What follows belongs to an exercise in optimizing a design on an open flow for small area and a short achievable clock period; a production flow would make more cautious choices. Only simulation tests tie the RTL to the original design; equivalence was not proved.

==> design.v <==
module v24_mul (
    input  wire [23:0] a,
    input  wire [23:0] b,
    output reg  [23:0] y
);
    wire        sa = a[23];
    wire        sb = b[23];
    wire [7:0]  ea = a[22:15];
    wire [7:0]  eb = b[22:15];
    wire [15:0] ma = {1'b1, a[14:0]};
    wire [15:0] mb = {1'b1, b[14:0]};
    wire        sy = sa ^ sb;
    wire [31:0] prod = ma * mb;
    reg  [15:0] mant;
    reg         guard;
    reg         sticky;
    reg  [16:0] mant_r;
    reg  signed [10:0] exp_r;
    always @* begin
        if (prod[31]) begin
            mant   = prod[31:16];
            guard  = prod[15];
            sticky = |prod[14:0];
            exp_r  = $signed({3'b000, ea}) + $signed({3'b000, eb}) - 11'sd126;
        end else begin
            mant   = prod[30:15];
            guard  = prod[14];
            sticky = |prod[13:0];
            exp_r  = $signed({3'b000, ea}) + $signed({3'b000, eb}) - 11'sd127;
        end
        mant_r = {1'b0, mant} + {16'd0, guard & (sticky | mant[0])};
        if (mant_r[16]) begin
            mant_r = {2'b01, 15'd0};
            exp_r  = exp_r + 11'sd1;
        end
        if (ea == 8'd0 || eb == 8'd0)
            y = {sy, 23'd0};
        else if (exp_r < 11'sd1)
            y = {sy, 23'd0};
        else if (exp_r > 11'sd254)
            y = {sy, 8'd254, 15'h7fff};
        else
            y = {sy, exp_r[7:0], mant_r[14:0]};
    end
endmodule
module v24_add (
    input  wire [23:0] a,
    input  wire [23:0] b,
    output reg  [23:0] y
);
    wire a_zero = (a[22:15] == 8'd0);
    wire b_zero = (b[22:15] == 8'd0);
    wire        swap = (b[22:0] > a[22:0]);
    wire [23:0] big  = swap ? b : a;
    wire [23:0] sml  = swap ? a : b;
    wire [7:0]  d    = big[22:15] - sml[22:15];
    wire        sub  = big[23] ^ sml[23];
    wire [34:0] xb = {big[22:15] != 8'd0, big[14:0], 19'd0};
    wire [33:0] ys_full = {1'b1, sml[14:0], 18'd0};
    wire [33:0] ys_sh   = (d >= 8'd34) ? 34'd0 : (ys_full >> d);
    wire [33:0] ys_mask = (d >= 8'd34) ? {34{1'b1}} : ((34'd1 << d) - 34'd1);
    wire        ys_st   = |(ys_full & ys_mask);
    wire [34:0] xs = {ys_sh, ys_st};
    wire [35:0] sum = sub ? ({1'b0, xb} - {1'b0, xs}) : ({1'b0, xb} + {1'b0, xs});
    reg  [5:0]  lead;
    integer     i;
    always @* begin
        lead = 6'd0;
        for (i = 0; i < 36; i = i + 1)
            if (sum[i]) lead = i[5:0];
    end
    wire [35:0] norm = sum << (6'd35 - lead);
    wire [15:0] mant = norm[35:20];
    wire        guard = norm[19];
    wire        sticky = |norm[18:0];
    reg  [16:0] mant_r;
    reg  signed [10:0] exp_r;
    always @* begin
        mant_r = {1'b0, mant} + {16'd0, guard & (sticky | mant[0])};
        exp_r  = $signed({3'b000, big[22:15]}) + $signed({5'd0, lead}) - 11'sd34;
        if (mant_r[16]) begin
            mant_r = {2'b01, 15'd0};
            exp_r  = exp_r + 11'sd1;
        end
        if (a_zero && b_zero)
            y = {a[23] & b[23], 23'd0};
        else if (a_zero)
            y = b;
        else if (b_zero)
            y = a;
        else if (sum == 36'd0)
            y = 24'd0;
        else if (exp_r < 11'sd1)
            y = {big[23], 23'd0};
        else if (exp_r > 11'sd254)
            y = {big[23], 8'd254, 15'h7fff};
        else
            y = {big[23], exp_r[7:0], mant_r[14:0]};
    end
endmodule
module wbm (
    input  wire        clk,
    input  wire        rst,
    input  wire        cfg_we,
    input  wire [4:0]  cfg_addr,
    input  wire [31:0] cfg_wdata,
    input  wire        in_valid,
    input  wire [23:0] in_r,
    input  wire [23:0] in_g,
    input  wire [23:0] in_b,
    output reg         out_valid,
    output reg  [23:0] out_r,
    output reg  [23:0] out_g,
    output reg  [23:0] out_b
);
    localparam [23:0] ONE = 24'h3f8000;
    reg [23:0] wb [0:2];
    reg [23:0] cm [0:8];
    reg [23:0] co [0:2];
    reg        hl_en;
    reg [23:0] white;
    wire [4:0] cm_off = cfg_addr - 5'd4;
    wire [3:0] cm_idx = cm_off[3:0];
    integer n;
    always @(posedge clk) begin
        if (rst) begin
            for (n = 0; n < 3; n = n + 1) begin
                wb[n] <= ONE;
                co[n] <= 24'd0;
            end
            for (n = 0; n < 9; n = n + 1)
                cm[n] <= (n == 0 || n == 4 || n == 8) ? ONE : 24'd0;
            hl_en <= 1'b0;
            white <= ONE;
        end else if (cfg_we) begin
            case (cfg_addr)
                5'd0, 5'd1, 5'd2:
                    wb[cfg_addr[1:0]] <= cfg_wdata[23:0];
                5'd4, 5'd5, 5'd6, 5'd7, 5'd8, 5'd9, 5'd10, 5'd11, 5'd12:
                    cm[cm_idx] <= cfg_wdata[23:0];
                5'd16, 5'd17, 5'd18:
                    co[cfg_addr[1:0]] <= cfg_wdata[23:0];
                5'd20: begin
                    hl_en <= cfg_wdata[31];
                    white <= cfg_wdata[23:0];
                end
                default: ;
            endcase
        end
    end
    wire [23:0] rgb [0:2];
    assign rgb[0] = in_r;
    assign rgb[1] = in_g;
    assign rgb[2] = in_b;
    wire [23:0] wb_prod [0:2];
    reg  [23:0] s1_w [0:2];
    reg         s1_v;
    genvar k, j;
    generate
        for (k = 0; k < 3; k = k + 1) begin : g_wb
            v24_mul u_mul (.a(wb[k]), .b(rgb[k]), .y(wb_prod[k]));
        end
    endgenerate
    function automatic v24_gt(input [23:0] a, input [23:0] b);
        reg a_zero, b_zero;
        begin
            a_zero = (a[22:15] == 8'd0);
            b_zero = (b[22:15] == 8'd0);
            if (a_zero && b_zero)
                v24_gt = 1'b0;
            else if (a_zero)
                v24_gt = b[23];
            else if (b_zero)
                v24_gt = !a[23];
            else if (a[23] != b[23])
                v24_gt = !a[23];
            else if (!a[23])
                v24_gt = (a[22:0] > b[22:0]);
            else
                v24_gt = (a[22:0] < b[22:0]);
        end
    endfunction
    wire [23:0] w_cl [0:2];
    wire [23:0] cm_prod [0:8];
    reg  [23:0] s2_p [0:8];
    reg         s2_v;
    generate
        for (k = 0; k < 3; k = k + 1) begin : g_clamp
            assign w_cl[k] = (hl_en && v24_gt(s1_w[k], white)) ? white : s1_w[k];
        end
        for (j = 0; j < 3; j = j + 1) begin : g_row
            for (k = 0; k < 3; k = k + 1) begin : g_col
                v24_mul u_mul (.a(cm[3*j+k]), .b(w_cl[k]), .y(cm_prod[3*j+k]));
            end
        end
    endgenerate
    wire [23:0] sum01 [0:2];
    wire [23:0] sum012 [0:2];
    wire [23:0] sum_out [0:2];
    reg  [23:0] s3_s [0:2];
    reg  [23:0] s3_p2 [0:2];
    reg         s3_v;
    reg  [23:0] s4_s [0:2];
    reg         s4_v;
    generate
        for (j = 0; j < 3; j = j + 1) begin : g_sum
            v24_add u_add01  (.a(s2_p[3*j]), .b(s2_p[3*j+1]), .y(sum01[j]));
            v24_add u_add012 (.a(s3_s[j]),   .b(s3_p2[j]),    .y(sum012[j]));
            v24_add u_addco  (.a(s4_s[j]),   .b(co[j]),       .y(sum_out[j]));
        end
    endgenerate
    always @(posedge clk) begin
        if (rst) begin
            s1_v      <= 1'b0;
            s2_v      <= 1'b0;
            s3_v      <= 1'b0;
            s4_v      <= 1'b0;
            out_valid <= 1'b0;
        end else begin
            s1_v      <= in_valid;
            s2_v      <= s1_v;
            s3_v      <= s2_v;
            s4_v      <= s3_v;
            out_valid <= s4_v;
        end
    end
    always @(posedge clk) begin
        for (n = 0; n < 3; n = n + 1) begin
            s1_w[n]  <= wb_prod[n];
            s3_s[n]  <= sum01[n];
            s3_p2[n] <= s2_p[3*n+2];
            s4_s[n]  <= sum012[n];
        end
        for (n = 0; n < 9; n = n + 1)
            s2_p[n] <= cm_prod[n];
        out_r <= sum_out[0];
        out_g <= sum_out[1];
        out_b <= sum_out[2];
    end
endmodule
==> run.sh <==
#!/bin/bash
# synth_recipe.tcl (not shown) runs the flow's synth.tcl, then flattens the netlist and writes it again
# the make line also repeats each setting of config.mk as NAME=value (left out here)
make -C /OpenROAD-flow-scripts/flow DESIGN_CONFIG=/design/flow/config.mk WORK_HOME=/design/flow/orfs CLKGATE_MAP_FILE= SYNTH_SCRIPT=/design/flow/synth_recipe.tcl finish
==> config.mk <==
export PLATFORM = sky130hd
export DESIGN_NAME = wbm
export DESIGN_NICKNAME = wbm
export VERILOG_FILES = /design/flow/design.v
export SDC_FILE = /design/flow/constraint.sdc
export NUM_CORES = 8
export LEC_CHECK = 0
export CAP_MARGIN = 20
export CORE_MARGIN = 2
export CORE_UTILIZATION = 40
export SLEW_MARGIN = 20
==> constraint.sdc <==
create_clock -name core_clock -period 18.0 [get_ports {clk}]
set_input_delay 3.6000 -clock core_clock [delete_from_list [all_inputs] [get_ports {clk}]]
set_output_delay 3.6000 -clock core_clock [all_outputs]
set_load 0.01 [all_outputs]
==> summary.md <==
| Metric | Value |
|---|---|
| Post-route DRC | 0 |
| Clock skew | 95.0 ps |
| Reg-to-reg endpoint | s2_p[3][15]$_SDFF_PP0_ |
| Syn avg cell area | 7.73 µm² |
| DR pass1 iterations | 10 |
| Num ports | 186 |
| Cell taking the most area after synthesis | fa_1 |
| Endpoints failing setup | 0 |
| Number of buffers added on ports | 178 |
| Max-cap viol count | 0 |
| Root Buffer | clkbuf_16 |
| ANT nets after route | 0 |
| CTS max path bufs | 4 |
| Async set-or-reset flop fraction in the synthesized netlist | 0 |
| CP Class | reg2reg |
| Ys Warns | 13 |
| First-pass GRT wire length | 1400000 µm |
| Worst min path class | reg2reg |
| Largest net degree at the start of global routing | 82 |
| Dpl hpwl | 716000 µm |
| Die X | 790 µm |
| Floorplan row count | 288 |
| Layout fillers | 62200 |
| Via/cell ratio | 6.06 |
| CTS resizes | 0 |
| Setup Buffers After CTS | 0 |
| Synth cell types | 147 |
| Nets@finish | 35900 |
| Yosys reg bits | 966 |
| Total track usage | 0.283 |
| Starting DRT DRC Count | 25200 |
| Die ar. | 624000 µm² |
| Final core occ | 0.428 |
| R2R depth | 71 |
| Grt total ovfl | 0 |
| Setup crit end kind | flop |
| DR vias | 241000 |
| Worst path most repeated cell | a21oi_1 |
| Mapped Cells | 32000 |
| WL final | 916000 µm |
| Synth-to-layout area growth | 6.58% |
| Synth Flop Type | dfxtp_1 |
| RePlAce Congestion | 0.990 |
| CP max FO | 34 |
| CTS tree | built |
| Yosys top cell area share | 0.191 |
| Hold Path End | s3_p2[0][22]$_DFF_P_ |
| Worst skew pair latency | 980 ps |
| CP delay by family, top | compound AO/OA/AOI/OAI gates |
| Min-delay src | s2_p[2][22]$_SDFF_PP0_ |
| Number of synthesized flops with an enable pin | 360 |
| Die Span Y | 790 µm |
| Critical Path AT | 17600 ps |
| Dominant cells by area after synthesis | fa_1 (19%), ha_1 (10%), inv_1 (6.2%) |
| Status | no timing/DRC/antenna violations |
| Startpoint Class | flop |
| Worst Hold Path Cells | 0 |
| Final-report max-slew violation count | 0 |
| TritonCTS Buffers | 123 |
| Sequential share of the synthesized area | 0.0929 |
| Mapped Area | 247000 µm² |
| Worst Path Required | 18760 ps |
| H-tree levels | 3 |
| Num Clock Sinks | 966 |
| Starting Density | 0.401 |
| Crit path time final | 16840 ps |
| Achievable Freq | 59.4 MHz |
| Hold Violations, Final | 0 |
| WL per Instance | 23.0 µm |
| Slowest cell delay on critical path | 850 ps |
| Vias in the first global route | 231000 |
| Period Utilization, post-route | 0.936 |
| Register-to-register setup slack | 1160 ps |
| Post-Syn Nets | 36500 |
| Least-Margin Pin Slew | 1160 ps |
| FF-to-FF Start | white[1]$_SDFFE_PP0P_ |
| Hold_buf cts | 0 |
| Initial antenna violation count | 47 |
| Number of cells on the critical path | 71 |
| CP Buf/Inv Count | 8 |
| Share of cells above drive strength 1 | 0.0623 |
| Slowest library cell on the worst path | or4_1 |
| CORE AREA | 615000 µm² |
| Slew HR | 0.226 |
| Clk pin slew, worst setup/hold paths | 70 ps |
==> flip-flops by register name, indices dropped and copies added, names as in the netlist <==
signal,count
cm,216
s2_p,216
co,72
s1_w,72
s3_p2,72
s3_s,72
s4_s,72
wb,72
out_b,24
out_g,24
out_r,24
white,24
hl_en,1
out_valid,1
s1_v,1
s2_v,1
s3_v,1
s4_v,1
==> worst register-to-register path: cells and delay by family, from the launching register on <==
kind                     cells  cell delay (ps)
AO/OA/AOI/OAI               33             6840
XOR/XNOR                     1              130
flip-flops                   1              350
buffers and inverters        8             1780
AND/OR/NAND/NOR             20             4070
adder cells (fa/ha/maj)      9             3510
==> routing by layer <==
layer	routed length, µm	vias up	track usage	part of all wire
li1	-	110000	-	-
met1	387000	118000	0.381	0.42
met2	406000	11300	0.445	0.44
met3	79500	1851	0.0481	0.087
met4	42600	4	0.123	0.047
met5	21	-	0	0.000023
==> kinds of logic (layout without fill, tap and decap cells) <==
kind of cell	after synthesis	after routing	synth area share
simple gates	10800	10800	0.219
compound gates	7873	7874	0.217
buf+inv	5810	5278	0.0900
fa+ha+maj	4430	4430	0.296
xor+xnor	1303	1303	0.0465
flops	966	966	0.0929
mux	815	815	0.0393
other cells	0	208	0
==> stage by stage <==
| step | std cells | instance area [µm²] | setup WS, ps | hold WS [ps] | setup TNS [ps] |
|---|---|---|---|---|---|
| CTS | 39500 | 263000 | 521 | 323 | 0 |
| global placement | 39300 | 258000 | 859 | 312 | 0 |
| detailed placement | 39300 | 258000 | 659 | 312 | 0 |
| finish | 39800 | 263000 | 1160 | 323 | 0 |
| global route | 39600 | 263000 | -90.6 | 325 | -726 |
| floorplan | 32000 | 247000 | 2790 | 310 | 0 |
==> layout make-up <==
class	instances	area (µm²)	share of cell area
sequential	966	22900	0.0872
multi-input combinational	25200	203000	0.770
clock inverter	69	692	0.00263
tap	8120	10200	0.0386
inverter	4142	15500	0.0591
timing repair buffer	908	7170	0.0273
clock buffer	159	3540	0.0134
antenna	208	520	0.00198
==> synthesized netlist by cell type, drive strengths merged (130+ instances only) <==
cell type	count
or3	267
nand2	3507
edfxtp	360
o21bai	384
a21oi	1977
mux2	195
nand4	346
dfxtp	606
o21ai	1403
clkbuf	1304
mux2i	516
ha	2070
nor2b	524
a211oi	439
o31ai	214
nand3	719
buf	364
or4	130
o22ai	210
nor4	325
and2	1427
nor2	1752
a22oi	225
nand2b	235
fa	2358
o21a	157
inv	4123
o211ai	352
xnor2	915
and3	233
or2	199
a31oi	363
a21o	326
xor2	388
nor3	719
==> worst max path at each step <==
| stage | slack, ps | start | endpoint |
|---|---|---|---|
| floorplan | 2790 | in_g[1] | s1_w[1][16]$_SDFF_PP0_ |
| global placement | 860 | white[1]$_SDFFE_PP0P_ | s2_p[5][20]$_SDFF_PP0_ |
| detailed placement | 660 | white[1]$_SDFFE_PP0P_ | s2_p[5][15]$_SDFF_PP0_ |
| CTS | 520 | white[1]$_SDFFE_PP0P_ | s2_p[5][15]$_SDFF_PP0_ |
| global route | -90 | white[1]$_SDFFE_PP0P_ | s2_p[1][7]$_SDFF_PP0_ |
| finish | 1160 | white[1]$_SDFFE_PP0P_ | s2_p[3][15]$_SDFF_PP0_ |
==> placed cells by master (no fill, tap or decap), types with 295 or more instances in the layout <==
master    instances
a211oi_1        423
a21o_1          324
a21oi_1        1957
a31oi_1         353
and2_1         1423
buf_4           724
dfxtp_1         606
edfxtp_1        360
fa_1           2358
ha_1           2058
inv_1          4101
mux2i_1         513
nand2_1        3496
nand3_1         714
nand4_1         343
nor2_1         1723
nor2b_1         524
nor3_1          691
nor4_1          295
o211ai_1        350
o21ai_0        1275
o21bai_1        382
xnor2_1         900
xor2_1          379

[what the ideal ports hide]
The results above use ideal ports. As a check the final layout listed here was re-extracted and re-timed, cells and wires unchanged. Step 1, drivers: a clkbuf_16 drives clk and a buf_2 each remaining input, both assumed. Step 2 moves the port delays by t, midway between the first and last clock arrival at a register: inputs arrive t later, outputs are due t later. That takes back most of the time a late clock gives input paths. Three values: ideal, step 1, step 2; two values: the first two.
t (ns): 1.062
setup slack, ns: 1.159 / 1.159 / 1.106
worst setup path at the end: input to register
latest minus earliest clock arrival (ns): 0.108 / 0.108
worst slew at a driven data input, ns: 0.16
After both steps setup and hold are still met in this run. For this run, drivers alone change the setup slack by 0.000 ns; drivers and shift together by -0.053 ns.
